This is an optimization exercise on Yosys and OpenROAD, whose aim is small area, not a production implementation.
Only simulation tests tie the RTL to the original design; equivalence was not proved.
Power and IR drop assume default switching activity.

## cle_eval
module cle_eval (
    input  wire               clk,
    input  wire               rst,
    input  wire               start,
    output wire               ready,
    output reg                done,
    input  wire signed [31:0] y,
    input  wire signed [31:0] sp,
    input  wire signed [31:0] f,
    input  wire signed [31:0] kp,
    input  wire signed [31:0] ki,
    input  wire signed [31:0] kd,
    input  wire signed [31:0] kff,
    input  wire        [19:0] shift,
    input  wire signed [31:0] umin,
    input  wire signed [31:0] umax,
    input  wire               first,
    input  wire               held,
    input  wire               blocked,
    input  wire               bump,
    input  wire signed [63:0] iacc,
    input  wire        [4:0]  shi_last,
    input  wire signed [31:0] yprev,
    input  wire signed [31:0] u_last,
    output reg  signed [31:0] e_o,
    output reg  signed [63:0] p_o,
    output reg  signed [63:0] i_o,
    output reg  signed [63:0] d_o,
    output reg  signed [63:0] ff_o,
    output reg  signed [63:0] raw_o,
    output wire signed [31:0] u_o,
    output reg  signed [63:0] iacc_o,
    output reg         [4:0]  shi_o,
    output wire               sat_o
);
==> flow/config.mk <==
export PLATFORM = sky130hd
export DESIGN_NAME = cle_eval
export DESIGN_NICKNAME = cle_eval
export VERILOG_FILES = /design/flow/design.v
export SDC_FILE = /design/flow/constraint.sdc
export NUM_CORES = 8
export LEC_CHECK = 0
export CAP_MARGIN = 20
export CORE_AREA = 2.5 2.5 457.5 247.5
export DIE_AREA = 0 0 460 250
export PLACE_DENSITY = 0.5
export SETUP_SLACK_MARGIN = 0.3
export SLEW_MARGIN = 20
==> flow/constraint.sdc <==
create_clock -name core_clock -period 12.5 [get_ports {clk}]
set_input_delay 2.5000 -clock core_clock [delete_from_list [all_inputs] [get_ports {clk}]]
set_output_delay 2.5000 -clock core_clock [all_outputs]
set_load 0.01 [all_outputs]
standard.sh (not shown) runs the stock make flow with config.mk's settings and CLKGATE_MAP_FILE= SYNTH_SCRIPT=/design/flow/synth_recipe.tcl, a recipe that flattens the netlist after the stock synthesis.
==> flow/flow/run.sh <==
#!/bin/bash
set -euo pipefail
W=$(pwd)
# ORFS's synth.tcl, with ABC's script replaced
sed 's#^source \$::env(SCRIPTS_DIR)/synth_preamble.tcl$#&\nset abc_args [list -script '"$W"'/flow/abc_area.script {*}$lib_args {*}$lib_dont_use_args -constr $::env(OBJECTS_DIR)/abc.constr]#' \
    "$FLOW_HOME/scripts/synth.tcl" > "$W/flow_synth_main.tcl"
grep -q 'flow/abc_area.script' "$W/flow_synth_main.tcl"
# The standard flow's synthesis script, sourcing the modified synth.tcl
sed 's#^source \$::env(SCRIPTS_DIR)/synth.tcl$#source '"$W"'/flow_synth_main.tcl#' "$W/synth_recipe.tcl" > "$W/flow_synth.tcl"
grep -q 'flow_synth_main.tcl' "$W/flow_synth.tcl"
bash "$W/standard.sh" "SYNTH_SCRIPT=$W/flow_synth.tcl" \
    "BUFFER_PORTS_ARGS=-buffer_cell sky130_fd_sc_hd__buf_1" finish > "$W/flow_make.log" 2>&1
==> flow/flow/abc_area.script <==
strash
dch
map -D 9000
buffer -c
topo
upsize -c -D 9000
dnsize -c -D 9000
stime -c
Rerun with:
--- a/flow/design.v
+++ b/flow/design.v
@@ -517,23 +517,30 @@
                     busy <= 1'b0;
                     done <= 1'b1;
                 end
             end
         end
     end
-    wire we_p   = m_last & m_kp;
-    wire we_d   = m_last & m_kd;
-    wire we_dlo = we_d | op1;
-    wire we_f   = m_last & m_kf;
-    wire we_raw = (m_last & m_ki) | op38;
-    wire we_i   = op27 | op28 | op29 | op30 | op31;
-    wire we_io  = (op30 & ~r_held) | (op37 & ~r_held & ge & le & ~r_blocked);
-    wire we_t   = (mul & ~m_last) | op32 | op33 | op34;
-    wire we_sho = op37 & ~r_held;
+    wire n_ml = n_mul & (n_step == 3'd5);
+    reg we_p, we_d, we_dlo, we_f, we_raw, we_i, we_io30, we_t, we_e, op37q;
     always @(posedge clk) begin
-        e_o        <= ({32{accept}} & sp)       | ({32{op1}}    & r[63:32]) | ({32{~accept & ~op1}}    & e_o);
+        we_e    <= nbusy & (ncyc == 6'd1);
+        we_p    <= n_ml & n_kp;
+        we_d    <= n_ml & n_kd;
+        we_dlo  <= (n_ml & n_kd) | (nbusy & (ncyc == 6'd1));
+        we_f    <= n_ml & n_kf;
+        we_raw  <= (n_ml & n_ki) | (nbusy & (ncyc == 6'd38));
+        we_i    <= nbusy & (ncyc >= 6'd27) & (ncyc <= 6'd31);
+        we_io30 <= nbusy & (ncyc == 6'd30) & ~r_held;
+        we_t    <= (n_mul & ~n_ml) | (nbusy & (ncyc >= 6'd32) & (ncyc <= 6'd34));
+        op37q   <= nbusy & (ncyc == 6'd37);
+    end
+    wire we_io  = we_io30 | (op37q & ~r_held & ge & le & ~r_blocked);
+    wire we_sho = op37q & ~r_held;
+    always @(posedge clk) begin
+        e_o        <= ({32{accept}} & sp)       | ({32{we_e}}   & r[63:32]) | ({32{~accept & ~we_e}}   & e_o);
         p_o        <= ({64{accept}} & {kp, 16'd0, first, shift[19:15], shift[14:10], shift[4:0]})
                                                 | ({64{we_p}}   & r)        | ({64{~accept & ~we_p}}   & p_o);
         d_o[63:32] <= ({32{accept}} & kd)       | ({32{we_d}}   & r[63:32]) | ({32{~accept & ~we_d}}   & d_o[63:32]);
         d_o[31:0]  <= ({32{accept}} & yprev)    | ({32{we_dlo}} & r[31:0])  | ({32{~accept & ~we_dlo}} & d_o[31:0]);
         ff_o       <= ({64{accept}} & {kff, f}) | ({64{we_f}}   & r)        | ({64{~accept & ~we_f}}   & ff_o);
         raw_o      <= ({64{accept}} & {ki, y})  | ({64{we_raw}} & r)        | ({64{~accept & ~we_raw}} & raw_o);
=>
- The changed run produced a clean layout
- design area rose slightly
- total power rose by about a fifth
- global-route usage hardly moves
- routed wire length hardly moves
- setup slack gains 0.36 ns
- clock skew fell by 0.0078 ns
- first-iteration DRC count fell by a few percent
- core utilization rose by 0.23 points
- worst hold slack gains 0.0091 ns
- die area stays the same
- synthesized cell count rose slightly
- synthesized area rose slightly
- clock power rose by a few percent

## afterwards: timing with drivers on the ports
Ports are ideal in the flow. The routed layouts listed here were re-timed in OpenROAD. Step 1 assumes that a clkbuf_16 drives the clock port and a buf_2 every other input. Step 2, shift: input delay + t, output delay - t, t = (earliest + latest rising clock arrival at the registers) / 2. This alone moves slack from input paths to output paths. Slacks: ideal / step 1 / step 2; pairs: ideal / step 1.
run	t, ns	setup slack, ns	worst data-port slew with drivers (ns)
the first run	0.802	0.474 / 0.474 / 0.474	0.26
the second run	0.786	0.831 / 0.831 / 0.831	0.11
After both steps setup and hold are still met in every run listed.
